This is an optimization exercise on Yosys and OpenROAD, whose aim is small area, a short achievable clock period and few clock cycles per item, not a production implementation.
The RTL was checked by simulation tests, not by an equivalence proof against the original design.
Power figures rest on the tool's default switching activity, not on a simulated workload.

`flow/config.mk`:
```
export PLATFORM = sky130hd
export DESIGN_NAME = nbs_top
export DESIGN_NICKNAME = nbs_top
export VERILOG_FILES = /design/flow/design.v
export SDC_FILE = /design/flow/constraint.sdc
export NUM_CORES = 4
export LEC_CHECK = 0
export ABC_AREA = 1
export CAP_MARGIN = 20
export CORE_MARGIN = 2
export CORE_UTILIZATION = 75
export SLEW_MARGIN = 20
```
`flow/constraint.sdc`:
```
create_clock -name core_clock -period 25.0 [get_ports {clk}]
set_input_delay 5.0000 -clock core_clock [delete_from_list [all_inputs] [get_ports {clk}]]
set_output_delay 5.0000 -clock core_clock [all_outputs]
set_load 0.01 [all_outputs]
```
`flow/design.v`:
```
module nbs_decode (
    input  wire [5:0] fh,      
    input  wire [7:0] x,
    input  wire [2:0] nzr,
    output wire [7:0] m,
    output wire [4:0] ex,
    output wire       sgn
);
    wire f3 = fh[0], f4 = fh[1], f5 = fh[2], f6 = fh[3], f7 = fh[4], f8 = fh[5];
    assign ex = ({5{f3}} & {1'b0, x[6:3]}) |
                ({5{f4}} & x[6:2]) |
                ({5{f5}} & {2'b0, x[4:2]}) |
                ({5{f6}} & {3'b0, x[4:3]}) |
                ({5{f7}} & {3'b0, x[2:1]});
    wire nz3 = nzr[0];             
    wire nz4 = nzr[0] | x[2];      
    wire nz6 = nzr[1];             
    wire nz5 = nzr[1] | x[2];      
    wire nz7 = nzr[2];             
    assign m[7:4] = {4{f8}} & x[7:4];
    assign m[3]   = (f8 & x[3]) | (f3 & nz3) | (f6 & nz6);
    assign m[2]   = ((f8 | f3 | f6) & x[2]) | (f4 & nz4) | (f5 & nz5);
    assign m[1]   = (~f7 & x[1]) | (f7 & nz7);
    assign m[0]   = x[0];
    assign sgn = (f5 | f6) ? x[5] : f7 ? x[3] : x[7];
endmodule
module nbs_lane (
    input  wire [5:0]  fha,
    input  wire [5:0]  fhb,
    input  wire [7:0]  ma,
    input  wire [4:0]  xa,
    input  wire        sa,
    input  wire [7:0]  mb,
    input  wire [4:0]  xb,
    input  wire        sb,
    input  wire        en,
    input  wire [5:0]  koff,
    output wire [15:0] p,
    output wire [5:0]  sh,
    output wire        p_nan,
    output wire        p_pinf,
    output wire        p_ninf,
    output wire        p_inv,
    output wire        p_negzero    
);
    wire za = (ma == 8'd0);
    wire zb = (mb == 8'd0);
    wire na = (fha[0] & (xa == 5'd15) & (ma[2:0] == 3'd7)) | (fha[1] & (xa == 5'd31) & (ma[1:0] != 2'd0));
    wire nb = (fhb[0] & (xb == 5'd15) & (mb[2:0] == 3'd7)) | (fhb[1] & (xb == 5'd31) & (mb[1:0] != 2'd0));
    wire ia = fha[1] & (xa == 5'd31) & (ma[1:0] == 2'd0);
    wire ib = fhb[1] & (xb == 5'd31) & (mb[1:0] == 2'd0);
    wire psgn     = sa ^ sb;
    wire any_nan  = na | nb;
    wire any_inf  = ia | ib;
    wire inf_zero = !any_nan & ((ia & zb) | (ib & za));
    wire special  = any_nan | any_inf;
    wire keep     = en & !special;
    wire        flip = (sa & !fha[5]) ^ (sb & !fhb[5]);
    wire [15:0] pr;
    nbs_mul8 u_mul (.a(ma), .y(mb), .flip(flip), .p(pr));
    assign p  = pr & {16{keep}};
    assign sh = {1'b0, xa[4:1], xa[0] | (xa == 5'd0)} + {1'b0, xb[4:1], xb[0] | (xb == 5'd0)} + koff;
    assign p_nan     = en & (any_nan | inf_zero);
    assign p_inv     = en & inf_zero;
    assign p_pinf    = en & !any_nan & !inf_zero & any_inf & !psgn;
    assign p_ninf    = en & !any_nan & !inf_zero & any_inf &  psgn;
    assign p_negzero = !en | (!special & (za | zb) & psgn);
endmodule
module nbs_mul8 (
    input  wire [7:0]  a,
    input  wire [7:0]  y,
    input  wire        flip,
    output wire [15:0] p
);
    wire [9:0] ax = {a[7], a[7], a};
    wire [9:0] yb = {y[7], y, 1'b0};
    wire [3:0] ng;
    wire [9:0] pp0, pp1, pp2, pp3;
    genvar i;
    generate
        for (i = 0; i < 4; i = i + 1) begin : g_pp
            wire one = yb[2*i+1] ^ yb[2*i];
            wire two = (yb[2*i+2] & ~yb[2*i+1] & ~yb[2*i]) | (~yb[2*i+2] & yb[2*i+1] & yb[2*i]);
            assign ng[i] = yb[2*i+2] ^ flip;
            wire [9:0] row = (({10{one}} & ax) | ({10{two}} & {ax[8:0], 1'b0})) ^ {10{ng[i]}};
            if (i == 0) assign pp0 = row;
            if (i == 1) assign pp1 = row;
            if (i == 2) assign pp2 = row;
            if (i == 3) assign pp3 = row;
        end
    endgenerate
    wire s1 = pp0[6] ^ pp1[4];
    wire c2 = pp0[6] & pp1[4];
    wire s3 = pp0[7] ^ pp1[5];
    wire c4 = pp0[7] & pp1[5];
    wire s5 = pp0[8] ^ pp1[6];
    wire c6 = pp0[8] & pp1[6];
    wire s7 = ~pp0[9] ^ pp1[7] ^ pp2[5];
    wire c8 = (~pp0[9] & pp1[7]) | (~pp0[9] & pp2[5]) | (pp1[7] & pp2[5]);
    wire s9 = pp1[8] ^ pp2[6];
    wire c10 = pp1[8] & pp2[6];
    wire s11 = pp0[4] ^ pp1[2];
    wire c12 = pp0[4] & pp1[2];
    wire s13 = pp0[5] ^ pp1[3];
    wire c14 = pp0[5] & pp1[3];
    wire s15 = s1 ^ pp2[2] ^ pp3[0];
    wire c16 = (s1 & pp2[2]) | (s1 & pp3[0]) | (pp2[2] & pp3[0]);
    wire s17 = s3 ^ pp2[3] ^ pp3[1];
    wire c18 = (s3 & pp2[3]) | (s3 & pp3[1]) | (pp2[3] & pp3[1]);
    wire s19 = s5 ^ pp2[4] ^ pp3[2];
    wire c20 = (s5 & pp2[4]) | (s5 & pp3[2]) | (pp2[4] & pp3[2]);
    wire s21 = s7 ^ pp3[3] ^ 1'b1;
    wire c22 = (s7 & pp3[3]) | (s7 & 1'b1) | (pp3[3] & 1'b1);
    wire s23 = s9 ^ pp3[4] ^ 1'b1;
    wire c24 = (s9 & pp3[4]) | (s9 & 1'b1) | (pp3[4] & 1'b1);
    wire s25 = ~pp1[9] ^ pp2[7] ^ pp3[5];
    wire c26 = (~pp1[9] & pp2[7]) | (~pp1[9] & pp3[5]) | (pp2[7] & pp3[5]);
    wire s27 = pp2[8] ^ pp3[6];
    wire c28 = pp2[8] & pp3[6];
    wire s29 = pp0[2] ^ pp1[0];
    wire c30 = pp0[2] & pp1[0];
    wire s31 = pp0[3] ^ pp1[1];
    wire c32 = pp0[3] & pp1[1];
    wire s33 = s11 ^ pp2[0] ^ ng[2];
    wire c34 = (s11 & pp2[0]) | (s11 & ng[2]) | (pp2[0] & ng[2]);
    wire s35 = s13 ^ pp2[1] ^ c12;
    wire c36 = (s13 & pp2[1]) | (s13 & c12) | (pp2[1] & c12);
    wire s37 = s15 ^ ng[3] ^ c14;
    wire c38 = (s15 & ng[3]) | (s15 & c14) | (ng[3] & c14);
    wire s39 = s17 ^ c2 ^ c16;
    wire c40 = (s17 & c2) | (s17 & c16) | (c2 & c16);
    wire s41 = s19 ^ c4 ^ c18;
    wire c42 = (s19 & c4) | (s19 & c18) | (c4 & c18);
    wire s43 = s21 ^ c6 ^ c20;
    wire c44 = (s21 & c6) | (s21 & c20) | (c6 & c20);
    wire s45 = s23 ^ c8 ^ c22;
    wire c46 = (s23 & c8) | (s23 & c22) | (c8 & c22);
    wire s47 = s25 ^ c10 ^ c24;
    wire c48 = (s25 & c10) | (s25 & c24) | (c10 & c24);
    wire s49 = s27 ^ 1'b1 ^ c26;
    wire c50 = (s27 & 1'b1) | (s27 & c26) | (1'b1 & c26);
    wire s51 = ~pp2[9] ^ pp3[7] ^ c28;
    wire c52 = (~pp2[9] & pp3[7]) | (~pp2[9] & c28) | (pp3[7] & c28);
    wire s53 = pp3[8] ^ 1'b1;
    wire c54 = pp3[8] & 1'b1;
    wire [15:0] fa_ = {~pp3[9], s53, s51, s49, s47, s45, s43, s41, s39, s37, s35, s33, s31, s29, pp0[1], pp0[0]};
    wire [15:0] fb_ = {c54, c52, c50, c48, c46, c44, c42, c40, c38, c36, c34, c32, c30, ng[1], 1'b0, ng[0]};
    wire [15:0] g0 = fa_ & fb_;
    wire [15:0] p0 = fa_ ^ fb_;
    wire g55 = g0[1] | (p0[1] & g0[0]);
    wire p56 = p0[1] & p0[0];
    wire g57 = g0[3] | (p0[3] & g0[2]);
    wire p58 = p0[3] & p0[2];
    wire g59 = g0[5] | (p0[5] & g0[4]);
    wire p60 = p0[5] & p0[4];
    wire g61 = g0[7] | (p0[7] & g0[6]);
    wire p62 = p0[7] & p0[6];
    wire g63 = g0[9] | (p0[9] & g0[8]);
    wire p64 = p0[9] & p0[8];
    wire g65 = g0[11] | (p0[11] & g0[10]);
    wire p66 = p0[11] & p0[10];
    wire g67 = g0[13] | (p0[13] & g0[12]);
    wire p68 = p0[13] & p0[12];
    wire g69 = g0[15] | (p0[15] & g0[14]);
    wire p70 = p0[15] & p0[14];
    wire g71 = g0[2] | (p0[2] & g55);
    wire p72 = p0[2] & p56;
    wire g73 = g57 | (p58 & g55);
    wire p74 = p58 & p56;
    wire g75 = g0[6] | (p0[6] & g59);
    wire p76 = p0[6] & p60;
    wire g77 = g61 | (p62 & g59);
    wire p78 = p62 & p60;
    wire g79 = g0[10] | (p0[10] & g63);
    wire p80 = p0[10] & p64;
    wire g81 = g65 | (p66 & g63);
    wire p82 = p66 & p64;
    wire g83 = g0[14] | (p0[14] & g67);
    wire p84 = p0[14] & p68;
    wire g85 = g69 | (p70 & g67);
    wire p86 = p70 & p68;
    wire g87 = g0[4] | (p0[4] & g73);
    wire p88 = p0[4] & p74;
    wire g89 = g59 | (p60 & g73);
    wire p90 = p60 & p74;
    wire g91 = g75 | (p76 & g73);
    wire p92 = p76 & p74;
    wire g93 = g77 | (p78 & g73);
    wire p94 = p78 & p74;
    wire g95 = g0[12] | (p0[12] & g81);
    wire p96 = p0[12] & p82;
    wire g97 = g67 | (p68 & g81);
    wire p98 = p68 & p82;
    wire g99 = g83 | (p84 & g81);
    wire p100 = p84 & p82;
    wire g101 = g85 | (p86 & g81);
    wire p102 = p86 & p82;
    wire g103 = g0[8] | (p0[8] & g93);
    wire p104 = p0[8] & p94;
    wire g105 = g63 | (p64 & g93);
    wire p106 = p64 & p94;
    wire g107 = g79 | (p80 & g93);
    wire p108 = p80 & p94;
    wire g109 = g81 | (p82 & g93);
    wire p110 = p82 & p94;
    wire g111 = g95 | (p96 & g93);
    wire p112 = p96 & p94;
    wire g113 = g97 | (p98 & g93);
    wire p114 = p98 & p94;
    wire g115 = g99 | (p100 & g93);
    wire p116 = p100 & p94;
    wire g117 = g101 | (p102 & g93);
    wire p118 = p102 & p94;
    assign p = p0 ^ {g115, g113, g111, g109, g107, g105, g103, g93, g91, g89, g87, g73, g71, g55, g0[0], 1'b0};
endmodule
module nbs_to_a56 (
    input  wire        s,
    input  wire [68:0] x,
    input  wire [2:0]  lz,
    input  wire [3:0]  n,
    input  wire [5:0]  lsb,        
    input  wire        f_nan,
    input  wire        f_pinf,
    input  wire        f_ninf,
    input  wire        f_negzero,
    output reg  [55:0] a56
);
    wire [68:0] nn    = x << lz;
    wire [44:0] w     = nn[68:24] ^ {45{s}};
    wire        g     = nn[23];
    wire        z     = |nn[22:0];
    wire        inc   = s ? (~g | (~z & w[0])) : (g & (z | w[0]));
    wire [45:0] rw;
    nbs_inc45 u_inc (.a(w), .ci(inc), .y(rw));
    wire        carry = rw[45];
    wire [10:0] e0    = 11'd1091 - {5'd0, lsb} - {4'd0, n, lz};
    wire [10:0] e1    = 11'd1092 - {5'd0, lsb} - {4'd0, n, lz};
    wire [10:0] expo  = carry ? e1 : e0;
    wire        zero  = ~s & ~nn[68];
    always @(*) begin
        if (f_nan || (f_pinf && f_ninf))
            a56 = 56'h7F_F800_0000_0000;
        else if (f_pinf)
            a56 = 56'h7F_F000_0000_0000;
        else if (f_ninf)
            a56 = 56'hFF_F000_0000_0000;
        else if (zero)
            a56 = {f_negzero, 55'd0};
        else
            a56 = {s, expo, rw[43:0]};
    end
endmodule
module nbs_add70 (input wire [69:0] a, input wire [69:0] b, output wire [69:0] y);
    wire [69:0] g0 = a & b;
    wire [69:0] p0 = a ^ b;
    wire gg1 = g0[1] | (p0[1] & g0[0]);
    wire pp1 = p0[1] & p0[0];
    wire gg2 = g0[3] | (p0[3] & g0[2]);
    wire pp2 = p0[3] & p0[2];
    wire gg3 = g0[5] | (p0[5] & g0[4]);
    wire pp3 = p0[5] & p0[4];
    wire gg4 = g0[7] | (p0[7] & g0[6]);
    wire pp4 = p0[7] & p0[6];
    wire gg5 = g0[9] | (p0[9] & g0[8]);
    wire pp5 = p0[9] & p0[8];
    wire gg6 = g0[11] | (p0[11] & g0[10]);
    wire pp6 = p0[11] & p0[10];
    wire gg7 = g0[13] | (p0[13] & g0[12]);
    wire pp7 = p0[13] & p0[12];
    wire gg8 = g0[15] | (p0[15] & g0[14]);
    wire pp8 = p0[15] & p0[14];
    wire gg9 = g0[17] | (p0[17] & g0[16]);
    wire pp9 = p0[17] & p0[16];
    wire gg10 = g0[19] | (p0[19] & g0[18]);
    wire pp10 = p0[19] & p0[18];
    wire gg11 = g0[21] | (p0[21] & g0[20]);
    wire pp11 = p0[21] & p0[20];
    wire gg12 = g0[23] | (p0[23] & g0[22]);
    wire pp12 = p0[23] & p0[22];
    wire gg13 = g0[25] | (p0[25] & g0[24]);
    wire pp13 = p0[25] & p0[24];
    wire gg14 = g0[27] | (p0[27] & g0[26]);
    wire pp14 = p0[27] & p0[26];
    wire gg15 = g0[29] | (p0[29] & g0[28]);
    wire pp15 = p0[29] & p0[28];
    wire gg16 = g0[31] | (p0[31] & g0[30]);
    wire pp16 = p0[31] & p0[30];
    wire gg17 = g0[33] | (p0[33] & g0[32]);
    wire pp17 = p0[33] & p0[32];
    wire gg18 = g0[35] | (p0[35] & g0[34]);
    wire pp18 = p0[35] & p0[34];
    wire gg19 = g0[37] | (p0[37] & g0[36]);
    wire pp19 = p0[37] & p0[36];
    wire gg20 = g0[39] | (p0[39] & g0[38]);
    wire pp20 = p0[39] & p0[38];
    wire gg21 = g0[41] | (p0[41] & g0[40]);
    wire pp21 = p0[41] & p0[40];
    wire gg22 = g0[43] | (p0[43] & g0[42]);
    wire pp22 = p0[43] & p0[42];
    wire gg23 = g0[45] | (p0[45] & g0[44]);
    wire pp23 = p0[45] & p0[44];
    wire gg24 = g0[47] | (p0[47] & g0[46]);
    wire pp24 = p0[47] & p0[46];
    wire gg25 = g0[49] | (p0[49] & g0[48]);
    wire pp25 = p0[49] & p0[48];
    wire gg26 = g0[51] | (p0[51] & g0[50]);
    wire pp26 = p0[51] & p0[50];
    wire gg27 = g0[53] | (p0[53] & g0[52]);
    wire pp27 = p0[53] & p0[52];
    wire gg28 = g0[55] | (p0[55] & g0[54]);
    wire pp28 = p0[55] & p0[54];
    wire gg29 = g0[57] | (p0[57] & g0[56]);
    wire pp29 = p0[57] & p0[56];
    wire gg30 = g0[59] | (p0[59] & g0[58]);
    wire pp30 = p0[59] & p0[58];
    wire gg31 = g0[61] | (p0[61] & g0[60]);
    wire pp31 = p0[61] & p0[60];
    wire gg32 = g0[63] | (p0[63] & g0[62]);
    wire pp32 = p0[63] & p0[62];
    wire gg33 = g0[65] | (p0[65] & g0[64]);
    wire pp33 = p0[65] & p0[64];
    wire gg34 = g0[67] | (p0[67] & g0[66]);
    wire pp34 = p0[67] & p0[66];
    wire gg35 = g0[69] | (p0[69] & g0[68]);
    wire pp35 = p0[69] & p0[68];
    wire gg36 = gg2 | (pp2 & gg1);
    wire pp36 = pp2 & pp1;
    wire gg37 = gg4 | (pp4 & gg3);
    wire pp37 = pp4 & pp3;
    wire gg38 = gg6 | (pp6 & gg5);
    wire pp38 = pp6 & pp5;
    wire gg39 = gg8 | (pp8 & gg7);
    wire pp39 = pp8 & pp7;
    wire gg40 = gg10 | (pp10 & gg9);
    wire pp40 = pp10 & pp9;
    wire gg41 = gg12 | (pp12 & gg11);
    wire pp41 = pp12 & pp11;
    wire gg42 = gg14 | (pp14 & gg13);
    wire pp42 = pp14 & pp13;
    wire gg43 = gg16 | (pp16 & gg15);
    wire pp43 = pp16 & pp15;
    wire gg44 = gg18 | (pp18 & gg17);
    wire pp44 = pp18 & pp17;
    wire gg45 = gg20 | (pp20 & gg19);
    wire pp45 = pp20 & pp19;
    wire gg46 = gg22 | (pp22 & gg21);
    wire pp46 = pp22 & pp21;
    wire gg47 = gg24 | (pp24 & gg23);
    wire pp47 = pp24 & pp23;
    wire gg48 = gg26 | (pp26 & gg25);
    wire pp48 = pp26 & pp25;
    wire gg49 = gg28 | (pp28 & gg27);
    wire pp49 = pp28 & pp27;
    wire gg50 = gg30 | (pp30 & gg29);
    wire pp50 = pp30 & pp29;
    wire gg51 = gg32 | (pp32 & gg31);
    wire pp51 = pp32 & pp31;
    wire gg52 = gg34 | (pp34 & gg33);
    wire pp52 = pp34 & pp33;
    wire gg53 = gg37 | (pp37 & gg36);
    wire pp53 = pp37 & pp36;
    wire gg54 = gg39 | (pp39 & gg38);
    wire pp54 = pp39 & pp38;
    wire gg55 = gg41 | (pp41 & gg40);
    wire pp55 = pp41 & pp40;
    wire gg56 = gg43 | (pp43 & gg42);
    wire pp56 = pp43 & pp42;
    wire gg57 = gg45 | (pp45 & gg44);
    wire pp57 = pp45 & pp44;
    wire gg58 = gg47 | (pp47 & gg46);
    wire pp58 = pp47 & pp46;
    wire gg59 = gg49 | (pp49 & gg48);
    wire pp59 = pp49 & pp48;
    wire gg60 = gg51 | (pp51 & gg50);
    wire pp60 = pp51 & pp50;
    wire gg61 = gg54 | (pp54 & gg53);
    wire pp61 = pp54 & pp53;
    wire gg62 = gg56 | (pp56 & gg55);
    wire pp62 = pp56 & pp55;
    wire gg63 = gg58 | (pp58 & gg57);
    wire pp63 = pp58 & pp57;
    wire gg64 = gg60 | (pp60 & gg59);
    wire pp64 = pp60 & pp59;
    wire gg65 = gg62 | (pp62 & gg61);
    wire pp65 = pp62 & pp61;
    wire gg66 = gg64 | (pp64 & gg63);
    wire pp66 = pp64 & pp63;
    wire gg67 = gg66 | (pp66 & gg65);
    wire pp67 = pp66 & pp65;
    wire gg68 = gg63 | (pp63 & gg65);
    wire pp68 = pp63 & pp65;
    wire gg69 = gg55 | (pp55 & gg61);
    wire pp69 = pp55 & pp61;
    wire gg70 = gg57 | (pp57 & gg65);
    wire pp70 = pp57 & pp65;
    wire gg71 = gg59 | (pp59 & gg68);
    wire pp71 = pp59 & pp68;
    wire gg72 = gg38 | (pp38 & gg53);
    wire pp72 = pp38 & pp53;
    wire gg73 = gg40 | (pp40 & gg61);
    wire pp73 = pp40 & pp61;
    wire gg74 = gg42 | (pp42 & gg69);
    wire pp74 = pp42 & pp69;
    wire gg75 = gg44 | (pp44 & gg65);
    wire pp75 = pp44 & pp65;
    wire gg76 = gg46 | (pp46 & gg70);
    wire pp76 = pp46 & pp70;
    wire gg77 = gg48 | (pp48 & gg68);
    wire pp77 = pp48 & pp68;
    wire gg78 = gg50 | (pp50 & gg71);
    wire pp78 = pp50 & pp71;
    wire gg79 = gg52 | (pp52 & gg67);
    wire pp79 = pp52 & pp67;
    wire gg80 = gg3 | (pp3 & gg36);
    wire pp80 = pp3 & pp36;
    wire gg81 = gg5 | (pp5 & gg53);
    wire pp81 = pp5 & pp53;
    wire gg82 = gg7 | (pp7 & gg72);
    wire pp82 = pp7 & pp72;
    wire gg83 = gg9 | (pp9 & gg61);
    wire pp83 = pp9 & pp61;
    wire gg84 = gg11 | (pp11 & gg73);
    wire pp84 = pp11 & pp73;
    wire gg85 = gg13 | (pp13 & gg69);
    wire pp85 = pp13 & pp69;
    wire gg86 = gg15 | (pp15 & gg74);
    wire pp86 = pp15 & pp74;
    wire gg87 = gg17 | (pp17 & gg65);
    wire pp87 = pp17 & pp65;
    wire gg88 = gg19 | (pp19 & gg75);
    wire pp88 = pp19 & pp75;
    wire gg89 = gg21 | (pp21 & gg70);
    wire pp89 = pp21 & pp70;
    wire gg90 = gg23 | (pp23 & gg76);
    wire pp90 = pp23 & pp76;
    wire gg91 = gg25 | (pp25 & gg68);
    wire pp91 = pp25 & pp68;
    wire gg92 = gg27 | (pp27 & gg77);
    wire pp92 = pp27 & pp77;
    wire gg93 = gg29 | (pp29 & gg71);
    wire pp93 = pp29 & pp71;
    wire gg94 = gg31 | (pp31 & gg78);
    wire pp94 = pp31 & pp78;
    wire gg95 = gg33 | (pp33 & gg67);
    wire pp95 = pp33 & pp67;
    wire gg96 = gg35 | (pp35 & gg79);
    wire pp96 = pp35 & pp79;
    wire gg97 = g0[2] | (p0[2] & gg1);
    wire pp97 = p0[2] & pp1;
    wire gg98 = g0[4] | (p0[4] & gg36);
    wire pp98 = p0[4] & pp36;
    wire gg99 = g0[6] | (p0[6] & gg80);
    wire pp99 = p0[6] & pp80;
    wire gg100 = g0[8] | (p0[8] & gg53);
    wire pp100 = p0[8] & pp53;
    wire gg101 = g0[10] | (p0[10] & gg81);
    wire pp101 = p0[10] & pp81;
    wire gg102 = g0[12] | (p0[12] & gg72);
    wire pp102 = p0[12] & pp72;
    wire gg103 = g0[14] | (p0[14] & gg82);
    wire pp103 = p0[14] & pp82;
    wire gg104 = g0[16] | (p0[16] & gg61);
    wire pp104 = p0[16] & pp61;
    wire gg105 = g0[18] | (p0[18] & gg83);
    wire pp105 = p0[18] & pp83;
    wire gg106 = g0[20] | (p0[20] & gg73);
    wire pp106 = p0[20] & pp73;
    wire gg107 = g0[22] | (p0[22] & gg84);
    wire pp107 = p0[22] & pp84;
    wire gg108 = g0[24] | (p0[24] & gg69);
    wire pp108 = p0[24] & pp69;
    wire gg109 = g0[26] | (p0[26] & gg85);
    wire pp109 = p0[26] & pp85;
    wire gg110 = g0[28] | (p0[28] & gg74);
    wire pp110 = p0[28] & pp74;
    wire gg111 = g0[30] | (p0[30] & gg86);
    wire pp111 = p0[30] & pp86;
    wire gg112 = g0[32] | (p0[32] & gg65);
    wire pp112 = p0[32] & pp65;
    wire gg113 = g0[34] | (p0[34] & gg87);
    wire pp113 = p0[34] & pp87;
    wire gg114 = g0[36] | (p0[36] & gg75);
    wire pp114 = p0[36] & pp75;
    wire gg115 = g0[38] | (p0[38] & gg88);
    wire pp115 = p0[38] & pp88;
    wire gg116 = g0[40] | (p0[40] & gg70);
    wire pp116 = p0[40] & pp70;
    wire gg117 = g0[42] | (p0[42] & gg89);
    wire pp117 = p0[42] & pp89;
    wire gg118 = g0[44] | (p0[44] & gg76);
    wire pp118 = p0[44] & pp76;
    wire gg119 = g0[46] | (p0[46] & gg90);
    wire pp119 = p0[46] & pp90;
    wire gg120 = g0[48] | (p0[48] & gg68);
    wire pp120 = p0[48] & pp68;
    wire gg121 = g0[50] | (p0[50] & gg91);
    wire pp121 = p0[50] & pp91;
    wire gg122 = g0[52] | (p0[52] & gg77);
    wire pp122 = p0[52] & pp77;
    wire gg123 = g0[54] | (p0[54] & gg92);
    wire pp123 = p0[54] & pp92;
    wire gg124 = g0[56] | (p0[56] & gg71);
    wire pp124 = p0[56] & pp71;
    wire gg125 = g0[58] | (p0[58] & gg93);
    wire pp125 = p0[58] & pp93;
    wire gg126 = g0[60] | (p0[60] & gg78);
    wire pp126 = p0[60] & pp78;
    wire gg127 = g0[62] | (p0[62] & gg94);
    wire pp127 = p0[62] & pp94;
    wire gg128 = g0[64] | (p0[64] & gg67);
    wire pp128 = p0[64] & pp67;
    wire gg129 = g0[66] | (p0[66] & gg95);
    wire pp129 = p0[66] & pp95;
    wire gg130 = g0[68] | (p0[68] & gg79);
    wire pp130 = p0[68] & pp79;
    assign y = p0 ^ {gg130, gg79, gg129, gg95, gg128, gg67, gg127, gg94, gg126, gg78, gg125, gg93, gg124, gg71, gg123, gg92, gg122, gg77, gg121, gg91, gg120, gg68, gg119, gg90, gg118, gg76, gg117, gg89, gg116, gg70, gg115, gg88, gg114, gg75, gg113, gg87, gg112, gg65, gg111, gg86, gg110, gg74, gg109, gg85, gg108, gg69, gg107, gg84, gg106, gg73, gg105, gg83, gg104, gg61, gg103, gg82, gg102, gg72, gg101, gg81, gg100, gg53, gg99, gg80, gg98, gg36, gg97, gg1, g0[0], 1'b0};
endmodule
module nbs_inc45 (input wire [44:0] a, input wire ci, output wire [45:0] y);
    wire q1 = a[1] & a[0];
    wire q2 = a[3] & a[2];
    wire q3 = a[5] & a[4];
    wire q4 = a[7] & a[6];
    wire q5 = a[9] & a[8];
    wire q6 = a[11] & a[10];
    wire q7 = a[13] & a[12];
    wire q8 = a[15] & a[14];
    wire q9 = a[17] & a[16];
    wire q10 = a[19] & a[18];
    wire q11 = a[21] & a[20];
    wire q12 = a[23] & a[22];
    wire q13 = a[25] & a[24];
    wire q14 = a[27] & a[26];
    wire q15 = a[29] & a[28];
    wire q16 = a[31] & a[30];
    wire q17 = a[33] & a[32];
    wire q18 = a[35] & a[34];
    wire q19 = a[37] & a[36];
    wire q20 = a[39] & a[38];
    wire q21 = a[41] & a[40];
    wire q22 = a[43] & a[42];
    wire q23 = q2 & q1;
    wire q24 = q4 & q3;
    wire q25 = q6 & q5;
    wire q26 = q8 & q7;
    wire q27 = q10 & q9;
    wire q28 = q12 & q11;
    wire q29 = q14 & q13;
    wire q30 = q16 & q15;
    wire q31 = q18 & q17;
    wire q32 = q20 & q19;
    wire q33 = q22 & q21;
    wire q34 = q24 & q23;
    wire q35 = q26 & q25;
    wire q36 = q28 & q27;
    wire q37 = q30 & q29;
    wire q38 = q32 & q31;
    wire q39 = q35 & q34;
    wire q40 = q37 & q36;
    wire q41 = q40 & q39;
    wire q42 = q36 & q39;
    wire q43 = q38 & q41;
    wire q44 = q25 & q34;
    wire q45 = q27 & q39;
    wire q46 = q29 & q42;
    wire q47 = q31 & q41;
    wire q48 = q33 & q43;
    wire q49 = q3 & q23;
    wire q50 = q5 & q34;
    wire q51 = q7 & q44;
    wire q52 = q9 & q39;
    wire q53 = q11 & q45;
    wire q54 = q13 & q42;
    wire q55 = q15 & q46;
    wire q56 = q17 & q41;
    wire q57 = q19 & q47;
    wire q58 = q21 & q43;
    wire q59 = a[2] & q1;
    wire q60 = a[4] & q23;
    wire q61 = a[6] & q49;
    wire q62 = a[8] & q34;
    wire q63 = a[10] & q50;
    wire q64 = a[12] & q44;
    wire q65 = a[14] & q51;
    wire q66 = a[16] & q39;
    wire q67 = a[18] & q52;
    wire q68 = a[20] & q45;
    wire q69 = a[22] & q53;
    wire q70 = a[24] & q42;
    wire q71 = a[26] & q54;
    wire q72 = a[28] & q46;
    wire q73 = a[30] & q55;
    wire q74 = a[32] & q41;
    wire q75 = a[34] & q56;
    wire q76 = a[36] & q47;
    wire q77 = a[38] & q57;
    wire q78 = a[40] & q43;
    wire q79 = a[42] & q58;
    wire q80 = a[44] & q48;
    wire [45:0] c = {q80, q48, q79, q58, q78, q43, q77, q57, q76, q47, q75, q56, q74, q41, q73, q55, q72, q46, q71, q54, q70, q42, q69, q53, q68, q45, q67, q52, q66, q39, q65, q51, q64, q44, q63, q50, q62, q34, q61, q49, q60, q23, q59, q1, a[0], 1'b1} & {46{ci}};
    assign y = {1'b0, a} ^ c;
endmodule
module nbs_top (
    input  wire        clk,
    input  wire        rst,
    input  wire        in_valid,
    output reg         in_ready,
    input  wire [3:0]  in_fmt_a,
    input  wire [3:0]  in_fmt_b,
    input  wire [31:0] in_a,
    input  wire [31:0] in_b,
    input  wire [3:0]  in_lanes,
    input  wire        in_last,
    output reg         out_valid,
    input  wire        out_ready,
    output reg  [55:0] out_sum,
    output reg         out_invalid
);
    function [5:0] onehot(input [3:0] f);
        onehot = {f == 4'h8, f == 4'h7, f == 4'h6, f == 4'h5, f == 4'h4, f == 4'h3};
    endfunction
    function [5:0] offs(input [5:0] fh);
        offs = ({6{fh[0]}} & 6'd14) | ({6{fh[2]}} & 6'd23) | ({6{fh[3]}} & 6'd26) |
               ({6{fh[4]}} & 6'd28) | ({6{fh[5]}} & 6'd24);
    endfunction
    function [5:0] lsb_exp(input [5:0] fh);
        lsb_exp = ({6{fh[0]}} & 6'd23) | ({6{fh[1]}} & 6'd16) | ({6{fh[2]}} & 6'd27) |
                  ({6{fh[3]}} & 6'd29) | ({6{fh[4]}} & 6'd29) | ({6{fh[5]}} & 6'd24);
    endfunction
    wire take = in_valid & in_ready & !rst;
    wire [5:0] ifa = onehot(in_fmt_a);
    wire [5:0] ifb = onehot(in_fmt_b);
    reg [5:0]  fha, fhb;
    reg [31:0] a0, b0;
    reg [3:0]  ln0;
    reg        last0;
    function [2:0] nzr(input [7:0] x);
        nzr = {|x[2:1], |x[4:3], |x[6:3]};
    endfunction
    genvar g;
    always @(posedge clk) begin
        fha   <= ifa;
        a0    <= in_a;
        b0    <= in_b;
        fhb   <= ifb;
        ln0   <= in_lanes & {4{take}};
        last0 <= in_last & take;
    end
    wire [5:0] koff0 = offs(fha) + offs(fhb) - 6'd2;
    wire [15:0] p  [0:3];
    wire [5:0]  sh [0:3];
    wire [3:0]  l_nan, l_pinf, l_ninf, l_inv, l_negzero;
    generate
        for (g = 0; g < 4; g = g + 1) begin : g_lane
            wire [7:0] ma, mb;
            wire [4:0] xa, xb;
            wire       sa, sb;
            nbs_decode u_da (.fh(fha), .x(a0[8*g +: 8]), .nzr(nzr(a0[8*g +: 8])), .m(ma), .ex(xa), .sgn(sa));
            nbs_decode u_db (.fh(fhb), .x(b0[8*g +: 8]), .nzr(nzr(b0[8*g +: 8])), .m(mb), .ex(xb), .sgn(sb));
            nbs_lane u_lane (
                .fha(fha), .fhb(fhb),
                .ma(ma), .xa(xa), .sa(sa),
                .mb(mb), .xb(xb), .sb(sb),
                .en(ln0[g]), .koff(koff0),
                .p(p[g]), .sh(sh[g]),
                .p_nan(l_nan[g]), .p_pinf(l_pinf[g]), .p_ninf(l_ninf[g]),
                .p_inv(l_inv[g]), .p_negzero(l_negzero[g])
            );
        end
    endgenerate
    reg [15:0] p1 [0:3];
    reg [5:0]  sh1 [0:3];
    reg        v1, last1, nan1, pinf1, ninf1, inv1, negzero1;
    reg [5:0]  eb1;         
    integer i;
    always @(posedge clk) begin
        for (i = 0; i < 4; i = i + 1) begin
            p1[i]  <= p[i];
            sh1[i] <= sh[i];
        end
        v1       <= !rst & (|ln0);
        last1    <= !rst & last0;
        nan1     <= |l_nan;
        pinf1    <= |l_pinf;
        ninf1    <= |l_ninf;
        inv1     <= |l_inv;
        negzero1 <= &l_negzero;
        eb1      <= lsb_exp(fha) + lsb_exp(fhb);
    end
    wire [69:0] r [0:3];
    generate
        for (g = 0; g < 4; g = g + 1) begin : g_align
            wire [63:0] al = {{48{p1[g][15]}}, p1[g]} << sh1[g];
            assign r[g] = {{6{p1[g][15]}}, al};
        end
    endgenerate
    reg         open2;       
    reg         done2;       
    reg  [69:0] acc_s, acc_c;
    reg         nan2, pinf2, ninf2, inv2, negzero2;
    reg  [5:0]  eb2;
    reg         cv_full;
    reg         cv_step;
    wire        cv_move = cv_full & !cv_step & !out_valid;
    wire        a_move  = done2 & (!cv_full | cv_move);
    wire        keep    = open2 | (done2 & !a_move);
    wire [69:0] ks  = acc_s & {70{keep}};
    wire [69:0] kc  = acc_c & {70{keep}};
    wire [69:0] s1a = r[0] ^ r[1] ^ r[2];
    wire [69:0] c1a = {(r[0][68:0] & r[1][68:0]) | (r[0][68:0] & r[2][68:0]) | (r[1][68:0] & r[2][68:0]), 1'b0};
    wire [69:0] s1b = r[3] ^ ks ^ kc;
    wire [69:0] c1b = {(r[3][68:0] & ks[68:0]) | (r[3][68:0] & kc[68:0]) | (ks[68:0] & kc[68:0]), 1'b0};
    wire [69:0] s2  = s1a ^ c1a ^ s1b;
    wire [69:0] c2  = {(s1a[68:0] & c1a[68:0]) | (s1a[68:0] & s1b[68:0]) | (c1a[68:0] & s1b[68:0]), 1'b0};
    wire [69:0] s3  = s2 ^ c2 ^ c1b;
    wire [69:0] c3  = {(s2[68:0] & c2[68:0]) | (s2[68:0] & c1b[68:0]) | (c2[68:0] & c1b[68:0]), 1'b0};
    always @(posedge clk) begin
        acc_s    <= s3;
        acc_c    <= c3;
        nan2     <= (keep & nan2)  | nan1;
        pinf2    <= (keep & pinf2) | pinf1;
        ninf2    <= (keep & ninf2) | ninf1;
        inv2     <= (keep & inv2)  | inv1;
        negzero2 <= (!keep | negzero2) & negzero1;
        if (v1 & last1)
            eb2 <= eb1;
        if (rst) begin
            open2 <= 1'b0;
            done2 <= 1'b0;
        end else begin
            if (v1)
                open2 <= !last1;
            done2 <= (v1 & last1) | (done2 & !a_move);
        end
    end
    wire [69:0] acc;
    nbs_add70 u_add (.a(acc_s), .b(acc_c), .y(acc));    
    function [2:0] lzc8(input [7:0] t, input last);
        begin
            casez (t)
                8'b1???????: lzc8 = 3'd0;
                8'b01??????: lzc8 = 3'd1;
                8'b001?????: lzc8 = 3'd2;
                8'b0001????: lzc8 = 3'd3;
                8'b00001???: lzc8 = 3'd4;
                8'b000001??: lzc8 = 3'd5;
                8'b0000001?: lzc8 = 3'd6;
                default:     lzc8 = 3'd7;
            endcase
            if (last && lzc8 > 3'd4)
                lzc8 = 3'd4;
        end
    endfunction
    reg         cv_s, cv_nan, cv_pinf, cv_ninf, cv_inv, cv_negzero;
    reg  [68:0] cv_x;
    reg  [3:0]  cv_n;
    reg  [2:0]  cv_lz;
    reg  [5:0]  cv_e;
    wire [7:0]  ld_t  = acc[68:61] ^ {8{acc[69]}};
    wire [7:0]  sh_t  = cv_x[60:53] ^ {8{cv_s}};
    wire        sh_last = (cv_n == 4'd7);
    always @(posedge clk) begin
        if (a_move) begin
            cv_s       <= acc[69];
            cv_x       <= acc[68:0];
            cv_n       <= 4'd0;
            cv_lz      <= lzc8(ld_t, 1'b0);
            cv_step    <= (ld_t == 8'd0);
            cv_e       <= eb2;
            cv_nan     <= nan2;
            cv_pinf    <= pinf2;
            cv_ninf    <= ninf2;
            cv_inv     <= inv2;
            cv_negzero <= negzero2;
        end else if (cv_step) begin
            cv_x       <= {cv_x[60:0], 8'd0};
            cv_n       <= cv_n + 4'd1;
            cv_lz      <= lzc8(sh_t, sh_last);
            cv_step    <= (sh_t == 8'd0) & !sh_last;
        end
        if (rst)
            cv_full <= 1'b0;
        else
            cv_full <= a_move | (cv_full & !cv_move);
    end
    wire [55:0] a56;
    nbs_to_a56 u_cvt (
        .s(cv_s), .x(cv_x), .n(cv_n), .lz(cv_lz), .lsb(cv_e),
        .f_nan(cv_nan), .f_pinf(cv_pinf), .f_ninf(cv_ninf), .f_negzero(cv_negzero),
        .a56(a56)
    );
    always @(posedge clk) begin
        if (cv_move) begin
            out_sum     <= a56;
            out_invalid <= cv_inv | (!cv_nan & cv_pinf & cv_ninf);
        end
        if (rst)
            out_valid <= 1'b0;
        else
            out_valid <= cv_move | (out_valid & !out_ready);
    end
    reg  [1:0] pend;
    wire       cv_full_nx   = a_move | (cv_full & !cv_move);
    wire       cv_step_nx   = a_move ? (ld_t == 8'd0) : cv_step ? ((sh_t == 8'd0) & !sh_last) : cv_step;
    wire       out_valid_nx = cv_move | (out_valid & !out_ready);
    wire [68:0] cv_x_nx  = a_move ? acc[68:0] : cv_step ? {cv_x[60:0], 8'd0} : cv_x;
    wire        cv_s_nx  = a_move ? acc[69] : cv_s;
    wire [3:0]  cv_n_nx  = a_move ? 4'd0 : cv_step ? cv_n + 4'd1 : cv_n;
    wire        cv_step2_nx = (cv_x_nx[60:53] == {8{cv_s_nx}}) & (cv_n_nx != 4'd7);
    wire [1:0] pend_nx = pend + {1'b0, take & in_last} - {1'b0, cv_move};
    always @(posedge clk) begin
        if (rst) begin
            pend     <= 2'd0;
            in_ready <= 1'b1;
        end else begin
            pend     <= pend_nx;
            in_ready <= (pend_nx < 2'd2) | ((pend_nx == 2'd2) & cv_full_nx & !out_valid_nx & (!cv_step_nx | !cv_step2_nx));
        end
    end
endmodule
```
`flow/flow/run.sh`:
```
#!/bin/bash
# The standard layout (the standard.sh: standard synthesis, ORFS floorplan
# to final), with one change: the buffers ORFS puts on every input and output
# port are sky130_fd_sc_hd__buf_4 instead of the cell buffer_ports picks itself.
set -euo pipefail
export BUFFER_PORTS_ARGS="-buffer_cell sky130_fd_sc_hd__buf_4"
bash standard.sh > standard_make.log 2>&1
```
`flow/standard.sh`:
```
#!/bin/bash
# synth_recipe.tcl (not shown) runs the flow's synth.tcl, then flattens the netlist and writes it again
# the make line also repeats each setting of config.mk as NAME=value (left out here)
make -C /OpenROAD-flow-scripts/flow DESIGN_CONFIG=/design/flow/config.mk WORK_HOME=/design/flow/orfs CLKGATE_MAP_FILE= SYNTH_SCRIPT=/design/flow/synth_recipe.tcl "${@:-finish}"
```
==> results of run 1 <==
-- cell families (layout without fill, tap and decap cells) --
| kind of cell | Yosys count | count (layout) | share of synthesized area |
|---|---|---|---|
| simple gates | 2298 | 2298 | 0.217 |
| buf+inv | 1243 | 1287 | 0.108 |
| compound gates | 998 | 998 | 0.126 |
| fa+ha+maj | 618 | 618 | 0.240 |
| flops | 484 | 484 | 0.249 |
| xor+xnor | 259 | 259 | 0.0535 |
| mux | 26 | 26 | 0.00587 |
| other cells | 0 | 10 | 0 |
-- per-stage QoR --
step | power [mW] | cells | hold slack (ns) | worst slack (ns) | utilization
3_3_place_gp | 4.80 | 6644 | 0.389 | 18.61 | 0.777
5_1_grt | 6.66 | 6747 | 0.443 | 18.71 | 0.807
6_report | 6.24 | 6753 | 0.430 | 18.79 | 0.808
3_5_place_dp | 5.07 | 6644 | 0.409 | 18.59 | 0.777
2_1_floorplan | 3.80 | 5926 | 0.382 | 18.68 | -
4_1_cts | 5.96 | 6740 | 0.430 | 18.79 | 0.806
-- how the worst max path moves through the flow --
| stage | start | end | slack [ns] | cells after the start |
|---|---|---|---|---|
| after floorplan | rst | in_ready | 18.68 | 10 |
| after global placement | rst | in_ready | 18.61 | 10 |
| after detailed placement | rst | in_ready | 18.59 | 10 |
| after CTS | out_sum[11] | out_sum[11] | 18.79 | 1 |
| after global routing | out_sum[11] | out_sum[11] | 18.71 | 1 |
| final | out_sum[11] | out_sum[11] | 18.79 | 1 |
-- power by group --
part           total, mW  leakage, nW  switching [mW]  internal [mW]
Clock              0.802        0.828           0.350          0.452
Combinational       4.28         17.8            2.84           1.45
Sequential          1.15         4.12           0.157          0.994
-- worst register-to-register path: cells and delay by family (launching register included) --
family                   cells  cell delay, ns
AND/OR/NAND/NOR             13            2.35
adder cells (fa/ha/maj)      3            1.06
flip-flops                   1            0.36
AO/OA/AOI/OAI                6            2.00
buffers and inverters        1            0.07
-- final cells by class --
cell class | instances | area, um2 | area share
Inverter | 1014 | 3810 | 0.0801
Timing Repair Buffer | 177 | 1340 | 0.0283
Clock buffer | 62 | 1360 | 0.0286
Multi-Input combinational cell | 4199 | 28600 | 0.601
Clock inverter | 34 | 360 | 0.00759
Antenna cell | 10 | 25.0 | 0.000527
Tap cell | 773 | 967 | 0.0204
Sequential cell | 484 | 11100 | 0.233
-- layer usage --
| metal | share of wire | up-vias | track usage | routed length (um) |
|---|---|---|---|---|
| met5 | 0.0012 | - | 0.0343 | 168 |
| met3 | 0.12 | 844 | 0.173 | 17000 |
| li1 | - | 19000 | - | - |
| met1 | 0.34 | 19500 | 0.548 | 49700 |
| met2 | 0.45 | 2948 | 0.742 | 64500 |
| met4 | 0.089 | 14 | 0.330 | 12800 |
-- cell usage in the layout (no fill, tap or decap), types with 6 or more instances in the layout --
cell type  netlist  layout
o21a_1           8       8
nor2_4           8       9
clkbuf_16        0      52
dfxtp_1        346     344
a31oi_1         30      30
nor4_1          10      10
nor3_1          61      57
a22oi_1         26      26
o221ai_1        19      19
nand2_1       1156    1154
nor2_2           8       8
o21ai_0        533     529
clkbuf_1       157       8
o21ai_1          5       8
mux2i_1         26      26
xnor2_1         94      94
fa_1           390     390
or2_2           31      31
nor2_1         553     552
clkinv_1        16      24
a21oi_1        172     172
diode_2          0      10
ha_1           228     228
o211ai_1        11      11
o21bai_1         9       9
nor3_2           4       8
o22ai_1        126     126
nand4_1         52      52
nand2_2         10      11
buf_4            5     174
inv_1          988     987
a21o_1          26      26
inv_2           10      11
xor2_1         157     157
edfxtp_1       138     138
bufinv_16        0       6
clkinv_2         0       7
nand3_1        384     384
-- sequential cells by signal, summed over array words and instances, names as in the netlist, 2 cells and up --
signal / count
p1: 64
pend: 2
fha: 6
eb1: 6
cv_e: 6
acc_s: 70
b0: 32
cv_lz: 3
cv_n: 4
out_sum: 56
ln0: 4
eb2: 6
sh1: 24
acc_c: 68
cv_x: 69
fhb: 6
a0: 32
==> qor.yml, run 1 <==
crit-reg2reg-launch: "acc_s[2]"
required_ns: 20.00
grt_pass1_vias: 40300
worstPathMaxFanout: 1
power_leakage_nw: 22.8
min_to: "cv_e[0]"
syn_to_final_growth_pct: 7.02
reg2reg_depth: 23
crit_chain: "buf_4"
cts_resized: 0
holdCritStartpoint: "eb2[0]"
path_class: "reg2out"
routed_via_density: 6.25
worstReg2RegEnd: "in_ready"
die_w_um: 247
synth_area_per_cell_um2: 7.49
drt_iter0_markers: 6115
synth.most_common_cell: "nand2_1"
cp_num_buf_inv: 1
ys_types: 62
slowest_delay_ns: 0.40
max_freq_ghz: 0.161
finalMaxSlewViolations: 0
vdd_drop_max_mv: 0.152
synth_seq_cells: 484
cap_violations: 0
clock_path_buffers: 3
io_buffers: 139
dp_hpwl_um: 107000
synth_fp_nets: 6625
ctsRootBufferMaster: "clkbuf_16"
clock-sinks: 484
hold_viol: 0
dpl-instance-area_um2: 45700
synth.area.top_cells: "fa_1, dfxtp_1, nand2_1"
crit_path_end_kind: "output port"
finalCriticalPeriod_ns: 6.21
cts_tree: "yes"
postCtsSetupBuffers: 0
synthDominantCellAreaShare: 0.176
fp.dieH_um: 247
h-tree-depth: 2
synthFlopType: "dfxtp_1"
start_util: 0.755
ys.warnings.count: 6
antenna_found_initial: 17
synth_commonest_cells: "nand2_1, inv_1, nor2_1, o21ai_0, fa_1"
postSynthCellCount: 5926
syn_area_um2: 44400
grt_first_pass_wirelength_um: 223000
clock_latency_ns: 0.65
finalInstanceArea_um2: 47500
grt_max_degree: 96
hp-class: "reg2reg"
placementRows: 89
grt_overflow: 0
worst_pin_slew_ns: 1.24
die-area_um2: 61100
critPathTopFamily: "flip-flops"
final_antenna_net_count: 0
yosysSeqAreaShare: 0.249
async_flop_share: 0
rsz0062_at_grt: "no"
slowest_stage: "edfxtp_1"
fin_nets: 6627
fill_cells: 3823
dr.pass1.iters: 21
wire_per_inst_um: 21.3
cts.reportedPaths.clkPinSlew_ns: 0.07
vias: 42200
grt_usage: 0.478
drive_gt1_frac: 0.0600
start_kind: "register"
synth-edff-count: 138
power_density_nw_per_um2: 131
ios: 140
worstPathArrival_ns: 1.21
drc: 0
r2r_slack_ns: 19.08
relSlewSlack: 0.171
place.gp.congestion: 1.05
setup_viol: 0
drt_wl_total_um: 144000
timing.final.crit_share: 0.248
fin_skew_ns: 0.0357
finalSetupTns_ns: 0
hold_depth: 0
status: "no timing/DRC/antenna violations"
fp.coreArea_um2: 58800
ctsHoldBuffers: 0
cts_inserted_buffers: 52
yosysTopAreaCell: "fa_1"
Testbench counts, summed over its fixed seeds: cycles 30,464, blocks 4,000.
==> inputs of run 2 (changes only) <==
--- a/flow/config.mk
+++ b/flow/config.mk
@@ -8,5 +8,5 @@
 export ABC_AREA = 1
 export CAP_MARGIN = 20
 export CORE_MARGIN = 2
-export CORE_UTILIZATION = 75
+export CORE_UTILIZATION = 60
 export SLEW_MARGIN = 20
==> run 2 against run 1 <==
Compared with the run above: via count decreased by 7.7%; register-to-register slack improved by 0.48 ns; count of clock-buffer cells in the layout increased by 11; critical endpoint is now out_sum[31].
==> qor.yml, run 2 <==
status: "no timing/DRC/antenna violations"
cts.reportedPaths.clkPinSlew_ns: 0.06
drc: 0
ctsHoldBuffers: 0
place.gp.congestion: 1.07
crit_chain: "buf_4"
top_register: "acc_s"
finalCriticalPeriod_ns: 6.16
cts_resized: 0
drt_wl_total_um: 130000
grt_pass1_vias: 36500
worst_pin_slew_ns: 1.08
slowest_delay_ns: 0.39
postCtsSetupBuffers: 0
cap_violations: 0
start_kind: "register"
power_leakage_nw: 22.9
synth_area_per_cell_um2: 7.49
yosysTopAreaCell: "fa_1"
vias: 39000
dr.pass1.iters: 6
h-tree-depth: 2
hold_viol: 0
final_cell_mix: "nand2_1, inv_1, nor2_1, o21ai_0, fa_1"
p_sw_mw: 3.06
placementRows: 99
path_class: "reg2out"
timing.final.crit_share: 0.246
path_depth: 1
synthDominantCellAreaShare: 0.176
cts_tree: "yes"
synth.most_common_cell: "nand2_1"
synth_fp_nets: 6625
slowest_stage: "edfxtp_1"
finalInstanceArea_um2: 47800
rsz0062_at_grt: "no"
p_int_mw: 2.87
fin_skew_ns: 0.0320
wire_per_inst_um: 18.7
drive_gt1_frac: 0.0616
setup_viol: 0
pwr-share-comb: 0.664
antenna_cells: 0
worstPathArrival_ns: 1.16
ios: 140
critPathTopFamily: "flip-flops"
clock_path_buffers: 3
required_ns: 20.00
grt_overflow: 0
top_regs: "acc_s (70), cv_x (69), acc_c (68)"
routed_via_density: 5.62
final_antenna_net_count: 0
fp.coreArea_um2: 73100
drt_iter0_markers: 3588
synth-edff-count: 138
relSlewSlack: 0.279
ys_types: 62
syn_to_final_growth_pct: 7.82
swShare: 0.516
fin_nets: 6631
ys.warnings.count: 6
synth.area.top_cells: "fa_1, dfxtp_1, nand2_1"
reg2reg_depth: 21
fp.dieH_um: 276
grt_max_degree: 99
power_density_nw_per_um2: 124
synth_seq_cells: 484
finalSetupTns_ns: 0
die-area_um2: 76100
dp.cells: 6835
yosysSeqAreaShare: 0.249
grt_first_pass_wirelength_um: 202000
async_flop_share: 0
grt_usage: 0.341
syn_area_um2: 44400
synthFlopType: "dfxtp_1"
cts_inserted_buffers: 54
clkPwrFrac: 0.142
finalMaxSlewViolations: 0
max_freq_ghz: 0.162
pre_cts_ws_ns: 18.62
synth_commonest_cells: "nand2_1, inv_1, nor2_1, o21ai_0, fa_1"
start_util: 0.607
layout_commonest_cell: "nand2_1"
clock_latency_ns: 0.62
seqPwrFrac: 0.194
largest_reg_flops: 70
fin_ws_ns: 18.84
die_w_um: 276
cp_num_buf_inv: 1
dp_hpwl_um: 106000
ctsRootBufferMaster: "clkbuf_16"
hold_depth: 0
hp-class: "reg2reg"
io_buffers: 139
crit_path_end_kind: "output port"
vdd_drop_max_mv: 0.101
postSynthCellCount: 5926
clock-sinks: 484
finalNonFillerCells: 6935
dpl-instance-area_um2: 46000
antenna_found_initial: 0
fin_total_pwr_mw: 5.93
worstPathMaxFanout: 1
[run 2: cell counts after synthesis]
No cell type changed its count.
[run 2: kinds of logic (layout without fill, tap and decap cells)]
group                    count (synthesis)  after routing  share of synthesized area
XOR/XNOR                               259            259                     0.0535
multiplexers                            26             26                    0.00587
AND/OR/NAND/NOR                       2298           2298                      0.217
buffers and inverters                 1243           1293                      0.108
flip-flops                             484            484                      0.249
AO/OA/AOI/OAI                          998            998                      0.126
adder cells (fa/ha/maj)                618            618                      0.240
[run 2: worst register-to-register path, cell delays in order, from the launching register on]
cell and delay (ns):
dfxtp_1 0.38, nor2_2 0.46, inv_1 0.23, a21oi_1 0.46, o21ai_0 0.14, nand2_1 0.24
xor2_2 0.51, xnor2_1 0.21, fa_1 0.52, inv_1 0.04, ha_1 0.28, inv_1 0.07
fa_1 0.41, ha_1 0.33, a21oi_1 0.20, nor2_1 0.06, a211oi_1 0.18, nand2_1 0.13
nand2_1 0.10, o21ai_0 0.09, and2_1 0.16, nor3_1 0.14
[run 2: worst paths after layout]
path                     from          end  slack (ns)
hold / removal         eb1[1]       eb2[1]        0.41
setup / recovery  out_sum[31]  out_sum[31]       18.84
setup reg to reg       fhb[2]    p1[1][15]       19.56
hold reg to reg        eb1[1]       eb2[1]        0.41
[run 2: stage by stage]
step | utilization | hold WS [ns]
CTS | 0.655 | 0.408
global placement | 0.629 | 0.388
finish | 0.655 | 0.406
detailed placement | 0.629 | 0.394
global route | 0.655 | 0.433
floorplan | - | 0.382
[run 2: power groups by stage]
stage / sequential, mW / clock [mW] / combinational, mW
2_1_floorplan: 1.08 / 0 / 2.73
3_3_place_gp: 1.16 / 0 / 3.74
3_5_place_dp: 1.16 / 0 / 3.85
4_1_cts: 1.15 / 0.859 / 3.88
5_1_grt: 1.17 / 0.889 / 4.44
6_report: 1.15 / 0.845 / 3.94
[run 2: area by class of cell]
class | count | area (um2)
inverter | 1014 | 3810
tap | 959 | 1200
fill | 6575 | 25200
multi-input combinational | 4199 | 28500
clock buffer | 73 | 1530
sequential | 484 | 11100
clock inverter | 27 | 344
timing repair buffer | 179 | 1340
[run 2: per-layer routing]
layer,up-vias,global-route usage,wire length (um)
met2,1420,0.567,60900
met1,18300,0.446,53400
met3,301,0.0408,8630
li1,19000,-,-
met4,0,0.161,6920
met5,-,0,0
==> inputs of run 3 (changes only) <==
--- a/flow/config.mk
+++ b/flow/config.mk
@@ -6,7 +6,7 @@
 export NUM_CORES = 4
 export LEC_CHECK = 0
 export ABC_AREA = 1
-export CAP_MARGIN = 20
+export CAP_MARGIN = 0
 export CORE_MARGIN = 2
 export CORE_UTILIZATION = 60
-export SLEW_MARGIN = 20
+export SLEW_MARGIN = 0
==> run 3 against run 2 <==
Compared with the run above: final area about the same; first-iteration DRC count is 3.0% lower; clock power hardly changed; still clean on timing, DRC and antenna; synthesized cell count unchanged; global-route usage did not move; combinational power barely moved; power hardly changed; sequential share of layout area is essentially flat; wire length down 0.20%; count of clock-buffer cells in the layout stayed put.
==> qor.yml, run 3 <==
status: "no timing/DRC/antenna violations"
async_flop_share: 0
largest_reg_flops: 70
fin_nets: 6631
finalCriticalPeriod_ns: 6.16
max_freq_ghz: 0.162
crit_path_end_kind: "output port"
yosysTopAreaCell: "fa_1"
ctsHoldBuffers: 0
place.gp.congestion: 1.07
timing.final.crit_share: 0.246
ys_types: 62
final_cell_mix: "nand2_1, inv_1, nor2_1, o21ai_0, fa_1"
vias: 38900
grt_first_pass_wirelength_um: 202000
finalInstanceArea_um2: 47800
finalNonFillerCells: 6935
postCtsSetupBuffers: 0
grt_max_degree: 99
antenna_found_initial: 0
drt_wl_total_um: 130000
rsz0062_at_grt: "no"
routed_via_density: 5.61
slowest_delay_ns: 0.39
placementRows: 99
cts_inserted_buffers: 54
synth.area.top_cells: "fa_1, dfxtp_1, nand2_1"
p_int_mw: 2.87
synth_commonest_cells: "nand2_1, inv_1, nor2_1, o21ai_0, fa_1"
hold_ws_ns: 0.406
relSlewSlack: 0.205
cts.reportedPaths.clkPinSlew_ns: 0.06
dp.cells: 6835
synth_area_per_cell_um2: 7.49
synthMuxAreaShare: 0.00587
setup_viol: 0
clkPwrFrac: 0.143
worstPathArrival_ns: 1.16
fin_total_pwr_mw: 5.93
clock_path_buffers: 3
dpl-instance-area_um2: 46000
pwr-share-comb: 0.663
die-area_um2: 76100
wire_per_inst_um: 18.7
grt_usage: 0.341
ios: 140
fin_ws_ns: 18.84
fp.dieH_um: 276
pre_cts_ws_ns: 18.62
io_buffers: 139
syn_area_um2: 44400
die_w_um: 276
worst_pin_slew_ns: 1.18
clock_latency_ns: 0.63
cp_num_buf_inv: 1
final_antenna_net_count: 0
layout_commonest_cell: "nand2_1"
postSynthCellCount: 5926
power_leakage_nw: 22.8
synth_top_family_by_area: "adder cells"
yosys.area_share.adder: 0.240
finalSetupTns_ns: 0
synth_seq_cells: 484
grt_pass1_vias: 36500
grt_overflow: 0
cts_resized: 0
required_ns: 20.00
finalMaxSlewViolations: 0
fin_skew_ns: 0.0329
yosys.area_share.xor_xnor: 0.0535
fp.coreArea_um2: 73100
yosysSeqAreaShare: 0.249
hp-class: "reg2reg"
top_register: "acc_s"
h-tree-depth: 2
path_class: "reg2out"
ctsRootBufferMaster: "clkbuf_16"
cts_tree: "yes"
synth.most_common_cell: "nand2_1"
synth_fp_nets: 6625
clock-sinks: 484
p_sw_mw: 3.06
worstPathMaxFanout: 1
syn_to_final_growth_pct: 7.81
final_core_util: 0.655
vdd_drop_max_mv: 0.101
power_density_nw_per_um2: 124
slowest_stage: "edfxtp_1"
critPathTopFamily: "flip-flops"
swShare: 0.516
drive_gt1_frac: 0.0614
start_kind: "register"
synthFlopType: "dfxtp_1"
antenna_cells: 0
synth-edff-count: 138
hold_viol: 0
crit_chain: "buf_4"
seqPwrFrac: 0.194
ys.warnings.count: 6
drt_iter0_markers: 3480
top_regs: "acc_s (70), cv_x (69), acc_c (68)"
synth-compound-area-share: 0.126
dp_hpwl_um: 106000
start_util: 0.607
cap_violations: 0
synthDominantCellAreaShare: 0.176
yosys.area_share.simple: 0.217
dr.pass1.iters: 7
drc: 0
run 3: cell count changes in the layout (fill, tap and decap cells not counted):
cell / delta
xnor2_2: -1
xnor2_1: +1
run 3: kinds of logic (layout without fill, tap and decap cells):
kind of cell	Yosys count	in the layout
AND/OR/NAND/NOR	2298	2298
flip-flops	484	484
AO/OA/AOI/OAI	998	998
buffers and inverters	1243	1293
XOR/XNOR	259	259
multiplexers	26	26
adder cells (fa/ha/maj)	618	618
run 3: worst paths after layout:
check,start,end,slack (ns),depth (start not counted)
worst min register to register,eb1[1],eb2[1],0.41,0
worst max register to register,fhb[4],p1[0][13],19.58,23
worst max-delay path,out_sum[31],out_sum[31],18.84,1
worst min-delay path,eb1[1],eb2[1],0.41,0
run 3: final cells by class:
| type | count | area [um2] |
|---|---|---|
| multi-input cells | 4199 | 28500 |
| fillers | 6574 | 25200 |
| flip-flops and latches | 484 | 11100 |
| inverters | 1014 | 3810 |
| clock buffers | 73 | 1530 |
| repair buffers | 179 | 1340 |
| well taps | 959 | 1200 |
| clock inverters | 27 | 344 |
run 3: routing by layer:
metal / vias up / share of wire / wire (um) / global-route usage
met5: - / 0 / 0 / 0
met4: 0 / 0.053 / 6860 / 0.161
met3: 289 / 0.068 / 8750 / 0.0408
met2: 1415 / 0.47 / 60700 / 0.567
met1: 18300 / 0.41 / 53300 / 0.446
li1: 19000 / - / - / -
run 3: power by group through the flow:
stage | combinational, mW | sequential (mW) | clock [mW]
2_1_floorplan | 2.73 | 1.08 | 0
3_3_place_gp | 3.74 | 1.16 | 0
3_5_place_dp | 3.85 | 1.16 | 0
4_1_cts | 3.88 | 1.15 | 0.859
5_1_grt | 4.44 | 1.17 | 0.889
6_report | 3.93 | 1.15 | 0.845

-- separate check: timing with driven ports --
How much do the figures lean on ideal ports? The routed layouts below were timed once more, with nothing changed but the port constraints.
Step 1 sets driving cells, clkbuf_16 on the clock port and buf_2 on the other inputs (assumed; they add their load-dependent delay and slew).
Step 2 adds t to the input delays and takes it off the output delays; t is the mean of the earliest and latest rising clock arrival at the registers after step 1. Input paths then give back, and output paths get back, about the clock's delay inside the block.
a / b / c = no drivers / after step 1 / after step 2; a / b = the first two.
| run | shift t [ns] | slack for setup (ns) | worst hold slack (ns) |
|---|---|---|---|
| run 1 | 0.700 | 18.791 / 18.723 / 18.458 | 0.430 / 0.430 / 0.430 |
| run 2 | 0.679 | 18.842 / 18.772 / 18.640 | 0.406 / 0.406 / 0.406 |
| run 3 | 0.679 | 18.842 / 18.772 / 18.639 | 0.406 / 0.406 / 0.406 |
After both steps setup and hold are still met in every run listed. The setup slack of run 1, which loses most, moves by -0.068 ns with the drivers and by -0.333 ns with both steps.
